From an optimization exercise on the open Yosys and OpenROAD flow, aimed at small area, a short achievable clock period and few clock cycles per item; shortcuts taken in it are not production practice. RTL that was checked went through simulation tests only; none was proved equivalent to the original. Power is estimated from default activity; no workload was simulated.

==> flow/design.v <==
module can_fd_tx (
    input  wire        clk,
    input  wire        rst,
    input  wire        wr_en,
    input  wire [5:0]  wr_addr,
    input  wire [7:0]  wr_data,
    input  wire        start,
    input  wire [28:0] ident,
    input  wire        ide,
    input  wire        rtr,
    input  wire        fdf,
    input  wire        brs,
    input  wire        esi,
    input  wire [3:0]  dlc,
    output reg         busy,
    output wire        tx_valid,
    input  wire        tx_ready,
    output reg         tx_bit,
    output reg  [4:0]  tx_field,
    output reg         tx_stuff,
    output reg         tx_fast,
    output reg         tx_last
);
    localparam [4:0] F_SOF         = 5'h00;
    localparam [4:0] F_BASE_ID     = 5'h01;
    localparam [4:0] F_RTR_SRR     = 5'h02;
    localparam [4:0] F_IDE         = 5'h03;
    localparam [4:0] F_EXT_ID      = 5'h04;
    localparam [4:0] F_RTR2        = 5'h05;
    localparam [4:0] F_FDF         = 5'h06;
    localparam [4:0] F_RES         = 5'h07;
    localparam [4:0] F_BRS         = 5'h08;
    localparam [4:0] F_ESI         = 5'h09;
    localparam [4:0] F_DLC         = 5'h0A;
    localparam [4:0] F_DATA        = 5'h0B;
    localparam [4:0] F_STUFF_COUNT = 5'h0C;
    localparam [4:0] F_CRC         = 5'h0D;
    localparam [4:0] F_CRC_DELIM   = 5'h0E;
    localparam [4:0] F_ACK         = 5'h0F;
    localparam [4:0] F_ACK_DELIM   = 5'h10;
    localparam [4:0] F_EOF         = 5'h11;
    localparam HDR  = 0;    
    localparam DATA = 1;
    localparam CRC  = 2;    
    localparam FDC  = 3;    
    localparam TAIL = 4;    
    localparam [20:0] PM15 = 21'h4599 << 6;
    localparam [20:0] PM17 = 21'h1685B << 4;
    localparam [20:0] PM21 = 21'h102899;
    reg [7:0] buffer [0:63];
    reg       w_en;
    reg [5:0] w_addr;
    reg [7:0] w_data;
    always @(posedge clk) begin
        w_en   <= wr_en && !busy;
        w_addr <= wr_addr;
        w_data <= wr_data;
        if (w_en)
            buffer[w_addr] <= w_data;
    end
    assign tx_valid = busy;
    reg [39:0] hsr;
    reg        h_ide;
    reg        h_fdf;
    reg        h_brs;      
    reg        h_wide;     
    reg [3:0]  h_dlc;
    wire accept = start && !busy;
    wire        rtr_s = rtr & ~fdf;
    wire [10:0] base  = ide ? ident[28:18] : ident[10:0];
    wire [7:0]  tl_b  = fdf ? {1'b1, 1'b0, brs, esi, dlc} : {1'b0, dlc, 3'b000};
    wire [7:0]  tl_e  = fdf ? {1'b1, 1'b0, brs, esi, dlc} : {2'b00, dlc, 2'b00};
    wire [39:0] hload = {base, ide | rtr_s, ide,
                         ide ? ident[17:10] : tl_b,
                         ident[9:0], rtr_s, tl_e};
    reg [5:0] lm1;
    reg       len0;        
    always @* begin
        lm1  = {2'b00, h_dlc} - 6'd1;
        if (h_fdf) begin
            case (h_dlc)
                4'd9:  lm1 = 6'd11;
                4'd10: lm1 = 6'd15;
                4'd11: lm1 = 6'd19;
                4'd12: lm1 = 6'd23;
                4'd13: lm1 = 6'd31;
                4'd14: lm1 = 6'd47;
                4'd15: lm1 = 6'd63;
                default: ;
            endcase
        end else begin
            if (h_dlc[3]) lm1 = 6'd7;
        end
    end
    reg [3:0] a_lo, a_mid, a_hi;
    reg [7:0] p0, p1;
    reg       lastbyte;     
    reg [7:0] rd0, rd1;
    integer i;
    always @* begin
        rd0 = 8'd0;
        rd1 = 8'd0;
        for (i = 0; i < 32; i = i + 1) begin
            if (a_hi[i / 16] && a_mid[(i / 4) % 4] && a_lo[i % 4])
                rd0 = rd0 | buffer[i];
            if (a_hi[2 + i / 16] && a_mid[(i / 4) % 4] && a_lo[i % 4])
                rd1 = rd1 | buffer[32 + i];
        end
    end
    always @(posedge clk) begin
        p0 <= rd0;
        p1 <= rd1;
    end
    wire [7:0] nbyte = p0 | p1;
    wire [3:0] l_lo  = 4'b0001 << lm1[1:0];
    wire [3:0] l_mid = 4'b0001 << lm1[3:2];
    wire [3:0] l_hi  = 4'b0001 << lm1[5:4];
    wire at_last = |(a_lo & l_lo) && |(a_mid & l_mid) && |(a_hi & l_hi);
    reg [4:0]  st;          
    reg        h_last;      
    reg [5:0]  cnt;         
    reg [2:0]  run;         
    reg        stuff_due;   
    reg [2:0]  stuff_cnt;   
    reg [20:0] crc;
    wire [2:0]  sc_gray = stuff_cnt ^ (stuff_cnt >> 1);
    wire [3:0]  sc_bits = {sc_gray, ^sc_gray};
    wire [20:0] pmask   = h_fdf ? (h_wide ? PM21 : PM17) : PM15;
    reg [4:0] h_fld;
    reg       h_end;
    reg       h_fast;
    always @* begin
        if (cnt <= 6'd10)      h_fld = F_BASE_ID;
        else if (cnt == 6'd11) h_fld = F_RTR_SRR;
        else if (cnt == 6'd12) h_fld = F_IDE;
        else if (h_ide) begin
            if (cnt <= 6'd30)      h_fld = F_EXT_ID;
            else if (cnt == 6'd31) h_fld = F_RTR2;
            else if (cnt == 6'd32) h_fld = F_FDF;
            else if (cnt == 6'd33) h_fld = F_RES;
            else if (cnt == 6'd34) h_fld = h_fdf ? F_BRS : F_DLC;
            else if (cnt == 6'd35) h_fld = h_fdf ? F_ESI : F_DLC;
            else                   h_fld = F_DLC;
        end else begin
            if (cnt == 6'd13)      h_fld = F_FDF;
            else if (cnt == 6'd14) h_fld = h_fdf ? F_RES : F_DLC;
            else if (cnt == 6'd15) h_fld = h_fdf ? F_BRS : F_DLC;
            else if (cnt == 6'd16) h_fld = h_fdf ? F_ESI : F_DLC;
            else                   h_fld = F_DLC;
        end
        h_end  = (cnt == (h_ide ? (h_fdf ? 6'd38 : 6'd36) : (h_fdf ? 6'd19 : 6'd16)));
        h_fast = h_brs && (cnt >= (h_ide ? 6'd35 : 6'd16));
    end
    wire fd_fsb  = (cnt[2:0] == 3'd0);
    wire fd_sc   = (cnt[5:3] == 3'd0);
    wire fd_end  = (cnt[2:0] == 3'd1) && (cnt[5:3] == (h_wide ? 3'd6 : 3'd5));
    wire d_end   = (cnt[2:0] == 3'd7);           
    wire c_end   = (cnt[3:0] == 4'd14);          
    wire t_last  = (cnt[3:0] == 4'd9);           
    wire from_hsr = st[HDR] || st[DATA] || (st[FDC] && fd_sc && !fd_fsb);
    wire from_crc = st[CRC] || (st[FDC] && !fd_sc && !fd_fsb);
    wire is_fsb   = st[FDC] && fd_fsb;
    wire g_lvl    = from_hsr ? hsr[39] : from_crc ? crc[20] : is_fsb ? ~tx_bit : 1'b1;
    wire dyn_last = (st[HDR] && h_last && len0) || (st[DATA] && d_end && lastbyte);
    wire g_dyn    = st[HDR] || st[DATA] || st[CRC];
    wire g_crc    = st[HDR] || st[DATA] || (st[FDC] && fd_sc && !fd_fsb);
    wire g_ld     = (st[HDR] && h_last && !len0) || (st[DATA] && d_end && !lastbyte);
    reg [4:0] g_fld;
    always @* begin
        g_fld = F_EOF;
        if (st[HDR])  g_fld = h_fld;
        if (st[DATA]) g_fld = F_DATA;
        if (st[CRC])  g_fld = F_CRC;
        if (st[FDC])  g_fld = (fd_sc || (cnt[5:3] == 3'd1 && fd_fsb)) ? F_STUFF_COUNT : F_CRC;
        if (st[TAIL])
            case (cnt[3:0])
                4'd0:    g_fld = F_CRC_DELIM;
                4'd1:    g_fld = F_ACK;
                4'd2:    g_fld = F_ACK_DELIM;
                default: g_fld = F_EOF;
            endcase
    end
    wire g_fast = (st[HDR] && h_fast) || ((st[DATA] || st[FDC]) && h_brs);
    wire load = busy && tx_ready && !tx_last;
    wire gen  = load && !stuff_due;
    wire        c_in   = stuff_due ? ~tx_bit : hsr[39];
    wire [20:0] crc_st = {crc[19:0], 1'b0} ^ ((c_in ^ crc[20]) ? pmask : 21'd0);
    wire [2:0] g_run = (g_lvl != tx_bit) ? 3'd1 : run + 3'd1;
    always @(posedge clk) begin
        if (rst) begin
            busy <= 1'b0;
        end else if (accept) begin
            busy <= 1'b1;
        end else if (busy && tx_ready && tx_last) begin
            busy <= 1'b0;
        end
    end
    always @(posedge clk) begin
        if (accept) begin
            hsr       <= hload;
            h_ide     <= ide;
            h_fdf     <= fdf;
            len0      <= fdf ? (dlc == 4'd0) : (rtr || dlc == 4'd0);
            h_last    <= 1'b0;
            h_brs     <= fdf & brs;
            h_wide    <= fdf & (dlc > 4'd10);
            h_dlc     <= dlc;
            tx_bit    <= 1'b0;
            tx_field  <= F_SOF;
            tx_stuff  <= 1'b0;
            tx_fast   <= 1'b0;
            tx_last   <= 1'b0;
            st        <= 5'b00001;
            cnt       <= 6'd0;
            a_lo      <= 4'b0001;
            a_mid     <= 4'b0001;
            a_hi      <= 4'b0001;
            run       <= 3'd1;
            stuff_due <= 1'b0;
            stuff_cnt <= 3'd0;
            crc       <= fdf ? ((dlc > 4'd10) ? PM21 : PM17) : 21'd0;
        end else if (load) begin
            if (stuff_due) begin
                tx_bit    <= ~tx_bit;
                tx_stuff  <= 1'b1;
                tx_fast   <= g_fast;
                run       <= 3'd1;
                stuff_due <= 1'b0;
                stuff_cnt <= stuff_cnt + 3'd1;
                if (h_fdf)
                    crc <= crc_st;
            end else begin
                tx_bit    <= g_lvl;
                tx_field  <= g_fld;
                tx_stuff  <= is_fsb;
                tx_fast   <= g_fast;
                tx_last   <= st[TAIL] && t_last;
                run       <= g_run;
                stuff_due <= g_dyn && !(dyn_last && h_fdf) && (g_run == 3'd5);
                cnt <= cnt + 6'd1;
                if (st[HDR] && h_last) begin
                    cnt <= 6'd0;
                    st  <= !len0 ? 5'b00010 : h_fdf ? 5'b01000 : 5'b00100;
                end
                if (st[DATA] && d_end)
                    cnt <= 6'd0;
                if (st[DATA] && d_end && lastbyte) begin
                    st  <= h_fdf ? 5'b01000 : 5'b00100;
                end
                if (st[CRC] && c_end) begin
                    cnt <= 6'd0;
                    st  <= 5'b10000;
                end
                if (st[FDC] && cnt[2:0] == 3'd4)
                    cnt <= {cnt[5:3] + 3'd1, 3'b000};
                if (st[FDC] && fd_end) begin
                    cnt <= 6'd0;
                    st  <= 5'b10000;
                end
                h_last <= h_end;
                hsr <= {hsr[38:0], 1'b0};
                if (g_ld) begin
                    hsr[39:32] <= nbyte;
                    lastbyte   <= at_last;
                    a_lo       <= {a_lo[2:0], a_lo[3]};
                    if (a_lo[3]) begin
                        a_mid <= {a_mid[2:0], a_mid[3]};
                        if (a_mid[3])
                            a_hi <= {a_hi[2:0], a_hi[3]};
                    end
                end
                if (dyn_last && h_fdf)
                    hsr[38:35] <= sc_bits;
                if (g_crc)
                    crc <= crc_st;
                else if (!is_fsb)
                    crc <= {crc[19:0], 1'b0};
            end
        end
    end
endmodule
==> flow/config.mk <==
export PLATFORM = sky130hd
export DESIGN_NAME = can_fd_tx
export DESIGN_NICKNAME = can_fd_tx
export VERILOG_FILES = /design/flow/design.v
export SDC_FILE = /design/flow/constraint.sdc
export NUM_CORES = 4
export LEC_CHECK = 0
export ABC_CLOCK_PERIOD_IN_PS = 2200
export CAP_MARGIN = 20
export CORE_MARGIN = 2
export CORE_UTILIZATION = 40
export PLACE_DENSITY = 0.6
export SETUP_SLACK_MARGIN = 2.8
export SLEW_MARGIN = 20
==> flow/constraint.sdc <==
create_clock -name core_clock -period 5.0 [get_ports {clk}]
set_input_delay 1.0000 -clock core_clock [delete_from_list [all_inputs] [get_ports {clk}]]
set_output_delay 1.0000 -clock core_clock [all_outputs]
set_load 0.01 [all_outputs]
run.sh (not shown) runs the stock make flow with config.mk's settings and CLKGATE_MAP_FILE= SYNTH_SCRIPT=/design/flow/synth_recipe.tcl, a recipe that flattens the netlist after the stock synthesis.
Testbench counts at the start, summed over its fixed seeds: cycles 52,801, bits 49,405.
Rerun with:
--- a/flow/design.v
+++ b/flow/design.v
@@ -46,18 +46,20 @@
     localparam TAIL = 4;    
     localparam [20:0] PM15 = 21'h4599 << 6;
     localparam [20:0] PM17 = 21'h1685B << 4;
     localparam [20:0] PM21 = 21'h102899;
-    reg [7:0] buffer [0:63];
-    reg       w_en;
-    reg [5:0] w_addr;
-    reg [7:0] w_data;
-    always @(posedge clk) begin
-        w_en   <= wr_en && !busy;
-        w_addr <= wr_addr;
+    reg [511:0] buffer;     
+    reg [7:0]   w_row;
+    reg [7:0]   w_col;
+    reg [7:0]   w_data;
+    integer     k;
+    always @(posedge clk) begin
+        w_row  <= (wr_en && !busy) ? (8'd1 << wr_addr[5:3]) : 8'd0;
+        w_col  <= 8'd1 << wr_addr[2:0];
         w_data <= wr_data;
-        if (w_en)
-            buffer[w_addr] <= w_data;
+        for (k = 0; k < 64; k = k + 1)
+            if (w_row[k / 8] && w_col[k % 8])
+                buffer[8 * k +: 8] <= w_data;
     end
     assign tx_valid = busy;
     reg [39:0] hsr;
     reg        h_ide;
@@ -101,11 +103,11 @@
         rd0 = 8'd0;
         rd1 = 8'd0;
         for (i = 0; i < 32; i = i + 1) begin
             if (a_hi[i / 16] && a_mid[(i / 4) % 4] && a_lo[i % 4])
-                rd0 = rd0 | buffer[i];
+                rd0 = rd0 | buffer[8 * i +: 8];
             if (a_hi[2 + i / 16] && a_mid[(i / 4) % 4] && a_lo[i % 4])
-                rd1 = rd1 | buffer[32 + i];
+                rd1 = rd1 | buffer[8 * (32 + i) +: 8];
         end
     end
     always @(posedge clk) begin
         p0 <= rd0;
Result: The changed run completed without violations. Setup slack gets better by 180 ps. Design area shrinks by 0.53%. Synthesized cell count shrinks by about 0.6%. Non-clock buffer count drops by 30. Area after synthesis climbs by about 1%. Sequential power came out higher by about 1%. Core utilization is lower by 0.43 points. Clock power rose by about 3%. Worst hold slack gains 5.2 ps. Cell count is lower by about 1.1%. Clock-buffer cell count came out higher by 8. Power grows by about 1.8%. Register-to-register slack improved by 180 ps. Die area went up by about 0.9%.
For the second run of this note, only the layout was checked, not whether the RTL still works.

## afterwards: timing with drivers on the ports
The results above use ideal ports. As a check the final layouts listed here were re-extracted and re-timed, cells and wires unchanged.
Step 1: set_driving_cell puts a clkbuf_16 on clk and a buf_2 on each other input, an assumption about the parent block.
Step 2 also shifts input and output timing later by t, the mid clock arrival at the registers, as if the neighbouring blocks saw the same clock.
Three values: ideal, step 1, step 2; two values: the first two.
| run | t, ns | setup WS [ns] | hold WS [ns] | worst setup path at the end |
|---|---|---|---|---|
| the first run | 0.669 | 2.580 / 2.580 / 2.244 | 0.473 / 0.473 / 0.473 | input to register |
| the second run | 0.680 | 2.759 / 2.710 / 2.222 | 0.478 / 0.478 / 0.478 | input to register |
After both steps every run listed still meets setup and hold. For the second run, which loses most, drivers alone change the setup slack by -0.049 ns; drivers and shift together by -0.537 ns.
